What follows belongs to an exercise in optimizing a design on an open flow for small area, a short achievable clock period and few clock cycles per item; a production flow would make more cautious choices.
Function was not checked in any run shown here: the RTL went through the layout flow alone.
Power figures rest on the tool's default switching activity, not on a simulated workload.

===== flow/config.mk =====
export PLATFORM = sky130hd
export DESIGN_NAME = cmd_env_check
export DESIGN_NICKNAME = cmd_env_check
export VERILOG_FILES = /design/flow/design.v
export SDC_FILE = /design/flow/constraint.sdc
export NUM_CORES = 4
export LEC_CHECK = 0
export CAP_MARGIN = 20
export CORE_MARGIN = 2
export CORE_UTILIZATION = 40
export PLACE_DENSITY = 0.6
export SLEW_MARGIN = 20

===== flow/constraint.sdc =====
create_clock -name core_clock -period 8.0 [get_ports {clk}]
set_input_delay 1.6000 -clock core_clock [delete_from_list [all_inputs] [get_ports {clk}]]
set_output_delay 1.6000 -clock core_clock [all_outputs]
set_load 0.01 [all_outputs]

===== flow/design.v =====
module cmd_env_check (
    input  wire        clk,
    input  wire        rst,             
    input  wire        in_valid,
    output wire        in_ready,
    input  wire [31:0] in_data,
    input  wire        in_last,
    input  wire [31:0] conn_id,         
    input  wire [47:0] bus_counter,     
    output reg         res_valid,
    output reg  [2:0]  res_code,        
    output reg  [2:0]  res_cv,          
    output wire [15:0] res_epoch,       
    output wire        res_epoch_set    
);
    localparam [1023:0] N_CV   = {32'h3E32001C, 32'h1D967B2F, 32'hC0BEEA00, 32'h9191D301, 32'h41247412, 32'h97417CE1, 32'h0A0A7448, 32'h77686FDD, 32'h30B97DD9, 32'h63BCEAD5, 32'h4832A97F, 32'h23BC6BBC, 32'h64005B5B, 32'h8256824E, 32'hFB14DEBC, 32'h632BD00B, 32'hB282836F, 32'hD43E1104, 32'h83A344E7, 32'hBB8E9139, 32'h33529E8D, 32'h128FCAD6, 32'h787C7DD2, 32'h5E174817, 32'h515A4DDC, 32'h78A15050, 32'hEF027177, 32'hA8240880, 32'h75820651, 32'hCE092092, 32'h6C09417E, 32'h80E9092B};
    localparam [1023:0] G_SEED = {32'h001C1D96, 32'h7B2FC0BE, 32'hEA009191, 32'hD3017F16, 32'h7412A973, 32'h7CE13438, 32'h7448495A, 32'h6FDD30B9, 32'h7DD95D8E, 32'hEAD57600, 32'hA97F23BC, 32'h6BBC5A32, 32'h5B5BBC64, 32'h824EC526, 32'hDEBC632B, 32'hD00BB282, 32'h836FD43E, 32'h1104BD91, 32'h44E785BC, 32'h91393352, 32'h9E8D2CBD, 32'hCAD6464E, 32'h7DD26025, 32'h48176F68, 32'h4DDC78A1, 32'h5050D130, 32'h7177A824, 32'h08807582, 32'h0651CE09, 32'h20926C09, 32'h417E80E9, 32'h092B3E32};
    localparam [1023:0] C_STEP = {32'h40000000, 32'h20000000, 32'h10000000, 32'h88000000, 32'h84000000, 32'h82000000, 32'h81000000, 32'h00800000, 32'h80400000, 32'h80200000, 32'h00100000, 32'h80080000, 32'h80040000, 32'h80020000, 32'h00010000, 32'h00008000, 32'h00004000, 32'h80002000, 32'h80001000, 32'h00000800, 32'h80000400, 32'h80000200, 32'h80000100, 32'h80000080, 32'h00000040, 32'h80000020, 32'h00000010, 32'h00000008, 32'h00000004, 32'h00000002, 32'h00000001, 32'h80000000};
    localparam [31:0]   K_A    = 32'hB07CA096;      
    localparam [31:0]   K_B    = 32'h5CFDE821;      
    localparam [31:0]   K_C    = 32'h4A34075C;      
    localparam [31:0]   N_ONES = 32'hE148B354;   
    function [31:0] mat;
        input [1023:0] m;
        input [31:0]   v;
        integer i;
        begin
            for (i = 0; i < 32; i = i + 1)
                mat[i] = ^(m[32*i +: 32] & v);
        end
    endfunction
    function [31:0] rev32;
        input [31:0] v;
        integer i;
        begin
            for (i = 0; i < 32; i = i + 1)
                rev32[i] = v[31 - i];
        end
    endfunction
    assign in_ready = 1'b1;
    reg        nfirst;         
    reg [31:0] seed_v;         
    reg [31:0] bc_lo;          
    always @(posedge clk) begin
        if (rst)
            nfirst <= 1'b1;
        else if (in_valid)
            nfirst <= in_last;
    end
    always @(posedge clk) begin
        if (nfirst) begin
            seed_v <= rev32(conn_id) ^ {16'd0, bus_counter[39:32], bus_counter[47:40]};
            bc_lo  <= bus_counter[31:0];
        end
    end
    reg [31:0] w_q;            
    reg        v_q, l_q, f_q;  
    always @(posedge clk) begin
        w_q <= in_data;
        l_q <= in_last;
        f_q <= nfirst;
        v_q <= in_valid & ~rst;
    end
    localparam [2:0] S_H1 = 3'd0, S_H2 = 3'd1, S_H3 = 3'd2, S_PAY = 3'd3,
                     S_PAIR = 3'd4, S_CV1 = 3'd5, S_CV2 = 3'd6, S_OVER = 3'd7;
    reg  [2:0]  st;            
    reg  [13:0] rem;           
    wire is_h1   = !f_q && st == S_H1;
    wire is_h2   = !f_q && st == S_H2;
    wire is_h3   = !f_q && st == S_H3;
    wire is_pay  = !f_q && st == S_PAY;
    wire is_pair = !f_q && st == S_PAIR;
    wire is_cv1  = !f_q && st == S_CV1;
    wire is_cv2  = !f_q && st == S_CV2;
    wire is_cv   = is_cv1 | is_cv2;
    wire covered = f_q | (st[2] == 1'b0);
    always @(posedge clk) begin
        if (v_q) begin
            if (f_q)
                st <= S_H1;
            else case (st)
                S_H1:   st <= S_H2;
                S_H2:   st <= S_H3;
                S_H3:   st <= (w_q[15:2] == 14'd0) ? S_PAIR : S_PAY;
                S_PAY:  st <= (rem == 14'd1) ? S_PAIR : S_PAY;
                S_PAIR: st <= S_CV1;
                S_CV1:  st <= S_CV2;
                default: st <= S_OVER;
            endcase
            if (is_h3)
                rem <= w_q[15:2];
            else if (is_pay)
                rem <= rem - 14'd1;
        end
    end
    reg  [31:0] f_a, g_b, g_c;
    wire [31:0] x      = is_cv ? w_q : {w_q[7:0], w_q[15:8], w_q[23:16], w_q[31:24]};
    wire [31:0] nx     = mat(N_CV, x);
    wire [31:0] cf_a   = mat(C_STEP, f_a);
    wire [31:0] cg_b   = mat(C_STEP, g_b);
    wire [31:0] cg_c   = mat(C_STEP, g_c);
    wire [31:0] f_next = nx ^ (f_q ? (mat(G_SEED, seed_v) ^ K_A) : cf_a);
    always @(posedge clk) begin
        if (v_q && covered) begin
            f_a <= f_next;
            g_b <= f_q ? K_B : cg_b;
            g_c <= f_q ? K_C : cg_c;
        end
    end
    reg         l1b, l2c;      
    wire [31:0] cg_sel = is_cv1 ? (l1b ? cg_b : 32'd0) : (l2c ? cg_c : cg_b);
    wire [31:0] want   = cf_a ^ cg_sel ^ N_ONES;
    wire        cv_ok  = (nx == want);
    reg         cv1_ok;
    always @(posedge clk) begin
        if (v_q && is_cv1)
            cv1_ok <= cv_ok;
    end
    reg [31:0] env_base;       
    reg [15:0] ep_q;
    reg        s4_hi, s4_ok, kf_ok, pc_ok;
    always @(posedge clk) begin
        if (v_q) begin
            if (f_q)
                env_base[31:16] <= w_q[15:0];
            if (is_h1) begin
                env_base <= {env_base[31:16], w_q[31:16]} - bc_lo;
                s4_hi    <= (w_q[15:0] == bc_lo[31:16]);
            end
            if (is_h2) begin
                s4_ok <= s4_hi && (w_q[31:16] == bc_lo[15:0]);
                ep_q  <= w_q[15:0];
            end
            if (is_h3)
                kf_ok <= (w_q[31:16] == 16'h3000) && (w_q[1:0] == 2'b00);
            if (is_pair) begin
                l1b   <= (w_q[31:24] == 8'h06);
                l2c   <= (w_q[31:24] == 8'h05) || (w_q[31:24] == 8'h06);
                pc_ok <= ((w_q[31:24] == 8'h03) || (w_q[31:24] == 8'h05) ||
                          (w_q[31:24] == 8'h06)) && (w_q[23:0] == 24'd0);
            end
        end
    end
    reg [15:0] acc_ep;         
    reg        ep_set;
    reg [31:0] base;
    reg        base_set;
    reg [31:0] cand;
    reg [1:0]  cand_cnt;       
    wire [15:0] ep_diff = ep_q - acc_ep;
    reg         base_eq, cand_eq, ep_eq, ep_newer;
    always @(posedge clk) begin
        base_eq  <= base_set && (env_base == base);
        cand_eq  <= (env_base == cand);
        ep_eq    <= ep_set && (ep_diff == 16'd0);
        ep_newer <= ep_set && (ep_diff != 16'd0) && !ep_diff[15];
    end
    wire done   = v_q & l_q;
    wire s2_ok  = is_cv2 && kf_ok && pc_ok;
    wire s5_ok  = !base_set || base_eq || ep_newer;
    wire s6_ok  = ep_eq || ep_newer;
    reg [2:0] code_r;
    always @* begin
        if (!s4_ok)      code_r = 3'd4;
        else if (!s5_ok) code_r = 3'd5;
        else if (!s6_ok) code_r = 3'd6;
        else             code_r = 3'd0;
    end
    wire cv2_ok = cv_ok;
    wire pass3  = s2_ok & cv1_ok & cv2_ok;
    wire [2:0] code = !s2_ok ? 3'd2 : !(cv1_ok & cv2_ok) ? 3'd3 : code_r;
    wire [2:0] cv_flags;
    assign cv_flags[0] = s2_ok & !l1b & !cv1_ok & cv2_ok;
    assign cv_flags[1] = s2_ok & ((l1b & !cv1_ok & cv2_ok) | (!l2c & !cv2_ok & cv1_ok));
    assign cv_flags[2] = s2_ok & l2c & !cv2_ok & cv1_ok;
    wire r_code0  = code_r == 3'd0;
    wire set_ep   = (r_code0 & ep_newer) | (code_r == 3'd6 & !ep_set);
    always @(posedge clk) begin
        if (rst) begin
            acc_ep <= 16'd0;
            ep_set <= 1'b0;
        end else if (done & pass3 & set_ep) begin
            acc_ep <= ep_q;
            ep_set <= 1'b1;
        end
    end
    reg d_base, d_adopt, d_cand, d_inc, d_clr;
    always @(posedge clk) begin
        if (rst) begin
            d_base  <= 1'b0;
            d_adopt <= 1'b0;
            d_cand  <= 1'b0;
            d_inc   <= 1'b0;
            d_clr   <= 1'b0;
        end else begin
            d_base  <= done & pass3 & r_code0 & (ep_newer | !base_set);
            d_clr   <= done & pass3 & (r_code0 |
                       (code_r == 3'd5 & ep_eq & cand_cnt == 2'd3 & cand_eq));
            d_adopt <= done & pass3 & code_r == 3'd5 & ep_eq & cand_cnt == 2'd3 & cand_eq;
            d_inc   <= done & pass3 & code_r == 3'd5 & ep_eq & cand_cnt != 2'd0 &
                       cand_cnt != 2'd3 & cand_eq;
            d_cand  <= done & pass3 & code_r == 3'd5 & ep_eq & (cand_cnt == 2'd0 | !cand_eq);
        end
    end
    always @(posedge clk) begin
        if (rst) begin
            base_set <= 1'b0;
            cand_cnt <= 2'd0;
        end else begin
            if (d_base) begin
                base     <= env_base;
                base_set <= 1'b1;
            end else if (d_adopt) begin
                base     <= cand;
            end
            if (d_cand) begin
                cand     <= env_base;
                cand_cnt <= 2'd1;
            end else if (d_inc) begin
                cand_cnt <= cand_cnt + 2'd1;
            end else if (d_clr) begin
                cand_cnt <= 2'd0;
            end
        end
    end
    always @(posedge clk) begin
        if (rst)
            res_valid <= 1'b0;
        else
            res_valid <= done;
        if (done) begin
            res_code <= code;
            res_cv   <= cv_flags;
        end
    end
    assign res_epoch     = acc_ep;
    assign res_epoch_set = ep_set;
endmodule

===== flow/run.sh =====
#!/bin/bash
# synth_recipe.tcl (not shown) runs the flow's synth.tcl, then flattens the netlist and writes it again
# the make line also repeats each setting of config.mk as NAME=value (left out here)
make -C /OpenROAD-flow-scripts/flow DESIGN_CONFIG=/design/flow/config.mk WORK_HOME=/design/flow/orfs CLKGATE_MAP_FILE= SYNTH_SCRIPT=/design/flow/synth_recipe.tcl finish

==> impl_metrics.yaml, run 1 <==
die:
  core_area_um2: 63000
  starting_density_of_the_core: 0.404
  die_x_um: 256
  design.portCount: 141
  die_area_um2: 65700
  fp-row-count: 92
  floorplan.die.height_um: 256
clock_network:
  cts_tree: "built"
  max-clock-path-buffers: 3
  cts_num_sinks: 368
  root_buffer: "clkbuf_16"
  clk-insertion-delay-late_ns: 0.61
  htreeDepth: 2
  cts_hold_repair.buffers: 0
  post_cts.resized_instances: 0
  tritoncts.num_buffers: 44
  post_cts.repair.setup_buffers: 0
  clk_pin_slew_worst_paths_ns: 0.06
sta:
  max-slew-margin-rel: 0.264
  setup_viol_count_final: 0
  tightestPinTransition_ns: 1.10
  finalHoldViolCount: 0
  max_clock_freq_mhz: 206
  worst_clock_skew_ns: 0.0639
  period_needed_ns: 4.84
  sum_of_negative_setup_slack_ns: 0
  max_slew_vio_count: 0
  postLayoutSetupSlackWorst_ns: 3.16
  grt_setup_unrepaired: "false"
  layout_worst_path_cycle_share: 0.605
route:
  totalWireLength_mm: 71.1
  firstDrtPassIters: 5
  postRouteAntennaNets: 0
  wl_per_cell_um: 22.8
  detail_route.vias_per_cell: 5.15
  dr.first_iter.drc_count: 1334
  detailroute.via_count: 16100
  drt_drc_violations_left: 0
power:
  power.density_nw_per_um2: 268
  power_leakage_nw: 10.8
  p_total_w: 0.00777
  vdd.ir_drop.worst_v: 0.000181
synthesis:
  syn_avg_cell_area_um2: 11.9
  number_of_unique_standard_cell_types_used_by_synthesis: 82
  post_synth_arst_share: 0
  synthesis.area_um2: 25500
  edff_count_synth: 302
  ys_ff_latch: 368
  synth_area_leaders: "edfxtp_1 36%, xnor2_1 18%, xor2_1 7.3%"
  post-synth-top-area-fraction: 0.356
  synthesis.yosys.warnings: 1
  synth_top_flop_cell: "edfxtp_1"
  postSynthCellCount: 2142
  seq_area_frac_synth: 0.408
  synth.net_count: 2309
  yosysTopAreaCell: "edfxtp_1"
final_layout:
  postLayoutCellArea_um2: 29000
  nFillCells: 5786
  diode_count: 0
  nets: 2412
  final_util: 0.460
  area_growth_syn_to_layout_pct: 13.8
  layout-drive-gt1-share: 0.0837
setup_path:
  critical_path.startpoint_type: "flop"
  crit_path_top_delay_cell: "xnor2_1"
  critical_path.endpoint_type: "flop"
  worst-path-max-fanout: 17
  critical_path.cell_chain: "xnor2_1 > xnor3_1 > xnor2_1 > mux2i_4 > xnor3_1 > a211oi_1 > nand4_1 > nor4b_2 > nand4_1 > buf_4 > mux2i_1 > nor2_1"
  r2r.worst_path.cells: 12
  critical_path_class: "flop to flop"
  worstReg2RegEnd: "acc_ep[7]"
  critical_path.max_stage_delay_ns: 0.98
  worst_setup_path_startpoint: "w_q[12]"
  crit_path_end: "acc_ep[7]"
  timing.critical_path.arrival_ns: 5.31
  rr_startpoint: "w_q[12]"
  timing.reg2reg.setup_slack_ns: 3.16
  required_ns: 8.47
placement:
  place_hpwl_mm: 53.5
  place_worst_setup_slack_ns: 3.24
  routabilityCongestion: 0.946
  total_cell_area_at_the_placement_stage_um2: 27500
  port_buffers: 139
grt:
  global_route_wire_length_before_repair_mm: 107
  grt_overflow: 0
  antenna_found_initial: 1
  globalRouteTotalUtil: 0.216
  grt_pass1_vias: 16400
  grt_max_degree: 92
hold_path:
  holdPathStages: 1
  worst_hold_path_type: "flop to flop"
outcome:
  status: "timing/DRC/antenna clean"
flow_run:
  max_cap_violations: 0
-- worst max-delay path: cells and delay by family, from the launching register on --
kind | cells | cell delay (ns)
muxes | 2 | 0.37
xor gates and xnor gates | 4 | 2.48
DFF | 1 | 0.53
AOI/OAI and AO/OA | 1 | 0.39
buffers and inverters | 1 | 0.29
and+or+nand+nor | 4 | 0.66
-- metrics by stage --
stage / instances / hold WS, ns
2_1_floorplan: 2142 / 0.403
3_3_place_gp: 3045 / 0.446
3_5_place_dp: 3045 / 0.444
4_1_cts: 3127 / 0.454
5_1_grt: 3127 / 0.463
6_report: 3127 / 0.450
-- flip-flops by register name (all words and copies together) (netlist names), 32 cells and up --
| register | cells |
|---|---|
| base | 32 |
| bc_lo | 32 |
| cand | 32 |
| env_base | 32 |
| f_a | 32 |
| g_b | 32 |
| g_c | 32 |
| seed_v | 32 |
| w_q | 32 |
-- Yosys cell counts (all sizes together) (2+ instances only) --
master / count
nand4: 25
nor2b: 38
a2bb2oi: 3
a211oi: 2
or2: 13
or3: 4
a21boi: 3
a2111oi: 3
nor4b: 4
nand2: 54
nand3b: 2
mux2: 34
xnor3: 77
inv: 69
a22oi: 16
a211o: 4
nor3b: 3
nor2: 97
mux2i: 77
or4: 3
nand3: 18
o21a: 11
and4: 2
and2: 3
nor3: 19
a21oi: 64
nor4: 29
o41a: 2
o31ai: 4
o211ai: 7
edfxtp: 302
and3: 6
nand2b: 30
xor2: 218
ha: 50
a31oi: 7
clkbuf: 47
o21ai: 49
xnor2: 544
dfxtp: 66
buf: 65
xor3: 11
o22ai: 13
a21o: 24
-- how the worst min path moves through the flow --
| stage | to | slack (ns) | from |
|---|---|---|---|
| 6_report | cand_cnt[1] | 0.45 | d_cand |
| 5_1_grt | cand_cnt[1] | 0.46 | d_cand |
| 4_1_cts | cand_cnt[1] | 0.45 | d_cand |
| 3_5_place_dp | cand_cnt[1] | 0.44 | d_cand |
| 3_3_place_gp | cand_cnt[1] | 0.45 | d_cand |
| 2_1_floorplan | ep_q[10] | 0.40 | w_q[10] |
-- routing by layer --
layer	track usage	routed length, µm	vias up
met5	0	0	-
met4	0.0919	3190	0
met3	0.0234	3290	132
met2	0.373	35300	496
met1	0.274	29400	7893
li1	-	-	7594
-- cells by family (layout without fill, tap and decap cells) --
logic type / after synthesis / in the layout / synth area share
xor+xnor: 850 / 850 / 0.351
flops: 368 / 368 / 0.408
simple gates: 352 / 352 / 0.0743
compound gates: 227 / 227 / 0.0567
buf+inv: 182 / 321 / 0.0357
mux: 111 / 111 / 0.0481
fa+ha+maj: 51 / 51 / 0.0254
other cells: 1 / 1 / 0.000147
-- layout make-up --
type                       instances  area, µm²  area share
timing repair buffer             169       1620      0.0558
inverter                          70        263     0.00907
clock inverter                    24        284     0.00980
sequential                       368      10400       0.359
clock buffer                      58       1180      0.0409
tap                              846       1060      0.0365
multi-input combinational       1592      14200       0.489
-- cells in the final DEF (no fill, tap or decap), types with 13 or more instances in the layout --
master / count
clkinv_1: 14
inv_1: 69
xnor2_2: 19
xnor3_1: 77
nand3_1: 18
a22oi_1: 16
nand4_1: 24
clkdlybuf4s50_1: 139
a21o_1: 24
o22ai_1: 13
nand2b_1: 30
dfxtp_1: 63
clkbuf_16: 44
nor4_1: 26
a21oi_1: 64
nor3_1: 17
ha_1: 50
nor2b_1: 37
buf_4: 30
o21ai_0: 49
edfxtp_1: 302
xnor2_1: 521
xor2_1: 212
nand2_1: 53
or2_2: 13
mux2i_1: 70
nor2_1: 95
mux2_2: 34
-- report_power, final --
group | switching, W | internal [W] | total (W)
combinational | 0.00171 | 0.00156 | 0.00327
sequential | 0.000171 | 0.00232 | 0.00249
clock | 0.000829 | 0.00118 | 0.00201
==> inputs of run 2 (changes only) <==
--- a/flow/config.mk
+++ b/flow/config.mk
@@ -6,7 +6,9 @@
 export NUM_CORES = 4
 export LEC_CHECK = 0
+export ABC_CLOCK_PERIOD_IN_PS = 3000
 export CAP_MARGIN = 20
 export CORE_MARGIN = 2
 export CORE_UTILIZATION = 40
 export PLACE_DENSITY = 0.6
+export SETUP_SLACK_MARGIN = 5.0
 export SLEW_MARGIN = 20
==> run 2 against run 1 <==
Net effect:
- utilization rose by 6.4 points
- setup slack improved by 1.2 ns
- sequential cell count did not move
- critical endpoint unchanged
- routed wire length grew 9.9%
- combinational power up 19%
- clock power rose by 4%
- sequential share of layout area fell by 4.2 points
- total power up 8.7%
- final cell count is 7.4% higher
==> impl_metrics.yaml, run 2 <==
grt:
  grt_pass1_vias: 17400
  global_route_wire_length_before_repair_mm: 112
  grt_max_degree: 89
  antenna_found_initial: 0
  globalRouteTotalUtil: 0.226
  grt_overflow: 0
setup_path:
  critical_path.max_stage_delay_ns: 0.47
  worst-path-max-fanout: 8
  kind_of_cell_with_the_highest_combined_delay_on_the_critical_path: "XOR/XNOR gates"
  required_ns: 8.46
  r2r.worst_path.cells: 15
  timing.critical_path.arrival_ns: 4.14
  cp.buffers_inverters: 4
  critical_path.endpoint_type: "flop"
  rr_startpoint: "w_q[3]"
  worstReg2RegEnd: "acc_ep[7]"
  crit_path_top_delay_cell: "xnor3_1"
  critical_path.startpoint_type: "flop"
  critical_path_class: "flop to flop"
  timing.reg2reg.setup_slack_ns: 4.32
  worst_setup_path_startpoint: "w_q[3]"
  critical_path.cell_chain: "buf_12 > buf_4 > xnor2_2 > xnor3_1 > xnor3_1 > mux2i_4 > xnor2_1 > nor4_2 > nand4_1 > nor4b_4 > nand4_1 > buf_6 > clkbuf_16 > mux2i_1 > nor2_1"
route:
  postRouteAntennaNets: 0
  dr.first_iter.drc_count: 1421
  firstDrtPassIters: 5
  detailroute.via_count: 17600
  totalWireLength_mm: 78.2
  wl_per_cell_um: 23.3
  detail_route.vias_per_cell: 5.25
  drt_drc_violations_left: 0
synthesis:
  synth_area_leaders: "edfxtp_1 36%, xnor2_1 18%, xor2_1 7.3%"
  synth.top_cells.by_count: "521 x xnor2_1, 302 x edfxtp_1, 212 x xor2_1, 96 x nor2_1, 77 x xnor3_1"
  yosysTopAreaCell: "edfxtp_1"
  number_of_unique_standard_cell_types_used_by_synthesis: 82
  edff_count_synth: 302
  synthesis.area_um2: 25500
  syn_avg_cell_area_um2: 11.9
  post_synth_arst_share: 0
  ys_ff_latch: 368
  postSynthCellCount: 2142
  synthesis.yosys.warnings: 1
  seq_area_frac_synth: 0.408
  post-synth-top-area-fraction: 0.356
  most_frequent_cell_after_synthesis: "xnor2_1"
  synth_top_flop_cell: "edfxtp_1"
  synth.net_count: 2309
placement:
  port_buffers: 139
  place_worst_setup_slack_ns: 3.31
  place_hpwl_mm: 53.0
  routabilityCongestion: 0.920
flow_run:
  max_cap_violations: 0
clock_network:
  htreeDepth: 2
  cts_tree: "built"
  clk-insertion-delay-late_ns: 0.59
  cts_num_sinks: 368
  clk_pin_slew_worst_paths_ns: 0.06
  cts_hold_repair.buffers: 0
  root_buffer: "clkbuf_16"
  tritoncts.num_buffers: 44
  max-clock-path-buffers: 3
sta:
  worst_clock_skew_ns: 0.0241
  sum_of_negative_setup_slack_ns: 0
  max-slew-margin-rel: 0.300
  tightestPinTransition_ns: 1.05
  setup_viol_count_final: 0
  period_needed_ns: 3.68
  grt_setup_unrepaired: "true"
  layout_worst_path_cycle_share: 0.460
  finalHoldViolCount: 0
  max_slew_vio_count: 0
  max_clock_freq_mhz: 272
  postLayoutSetupSlackWorst_ns: 4.32
final_layout:
  nFillCells: 5336
  layout-drive-gt1-share: 0.246
  nets: 2643
  diode_count: 0
  mostFrequentLayoutCells: "472 x xnor2_1, 302 x edfxtp_1, 198 x xor2_1"
  area_growth_syn_to_layout_pct: 29.7
  final_common_cell: "xnor2_1"
outcome:
  status: "timing/DRC/antenna clean"
power:
  power_leakage_nw: 12.7
  vdd.ir_drop.worst_v: 0.000191
  power.density_nw_per_um2: 256
die:
  core_area_um2: 63000
  die_x_um: 256
  design.portCount: 141
  starting_density_of_the_core: 0.404
  die_area_um2: 65700
  fp-row-count: 92
  floorplan.die.height_um: 256
hold_path:
  worstHoldEndpoint: "cand_cnt[1]"
  worst_hold_path_type: "flop to flop"
  holdPathStages: 1
  launch_point_of_the_worst_hold_path: "d_cand"
## run 2: cell counts after synthesis
Identical to the previous run, type by type.
## run 2: cells by family after synthesis
family | share of synthesized area
AOI/OAI and AO/OA | 0.0567
buffers and inverters | 0.0357
DFF | 0.408
and+or+nand+nor | 0.0743
muxes | 0.0481
xor gates and xnor gates | 0.351
adders and majority gates | 0.0254
other | 0.000147
## run 2: worst register-to-register path, delay by kind of cell (launching register included)
family                    cells  cell delay, ns
xor gates and xnor gates      4            1.19
buffers and inverters         4            0.68
DFF                           1            0.32
muxes                         2            0.44
and+or+nand+nor               5            0.91
## run 2: layer usage
metal  wire length [µm]  part of all wire  track usage  vias up
met1              31200              0.40        0.287     8644
li1                   -                 -            -     8070
met5                  0                 0            0        -
met2              38500              0.49        0.394      704
met3               4680             0.060       0.0249      200
met4               3840             0.049       0.0864        0
## run 2: final cells by class
class                      instances  area, µm²  share of cell area
clock buffer                      54       1190              0.0360
clock inverter                    28        330              0.0100
inverter                          70        265             0.00803
multi-input combinational       1593      15700               0.475
sequential                       368      10500               0.317
tap                              846       1060              0.0321
timing repair buffer             399       4010               0.121
## run 2: repair_timing
item,4_1_cts,5_1_grt
endpoints found under the setup margin,89,46
gates cloned,4,6
pin swaps,54,68
gates resized for setup,219,146
buffers inserted,122,99
## run 2: how the worst max path moves through the flow
stage / end / slack (ns) / depth (start not counted)
2_1_floorplan: base[0] / 4.72 / 3
3_3_place_gp: acc_ep[9] / 3.23 / 12
3_5_place_dp: acc_ep[7] / 3.31 / 13
4_1_cts: acc_ep[7] / 4.44 / 14
5_1_grt: acc_ep[11] / 4.27 / 15
6_report: acc_ep[7] / 4.32 / 15
## run 2: report_power, final
part           switching (W)  internal [W]  total (W)
Sequential          0.000153       0.00232    0.00247
Combinational        0.00198       0.00189    0.00388
Clock               0.000843       0.00126    0.00210
## run 2: per-stage QoR
stage               hold slack [ns]  power [W]  instance area [µm²]   util  cells
floorplan                     0.403    0.00495                25700      -   2142
global placement              0.447    0.00577                27700  0.440   3045
detailed placement            0.454    0.00579                27700  0.440   3045
CTS                           0.462    0.00817                31200  0.496   3253
global route                  0.494    0.00877                33000  0.524   3358
finish                        0.458    0.00845                33000  0.524   3358

[port drivers added, routing unchanged]
In the flow no input, the clock included, has a driving cell. The finished layouts below were timed again as built, in two steps.
Step 1 assumes that a clkbuf_16 drives the clock port and a buf_2 every other input.
Step 2 moves the port delays by t, midway between the first and last clock arrival at a register: inputs arrive t later, outputs are due t later. That takes back most of the time a late clock gives input paths.
a / b / c = ideal / step 1 / step 2; a / b = the first two.
run | shift t [ns] | setup slack, ns | worst hold slack (ns) | latest minus earliest clock arrival (ns)
run 1 | 0.641 | 3.157 / 3.157 / 3.157 | 0.450 / 0.450 / 0.450 | 0.064 / 0.064
run 2 | 0.635 | 4.317 / 4.317 / 4.317 | 0.458 / 0.458 / 0.458 | 0.025 / 0.025
After both steps every run listed still meets setup and hold.
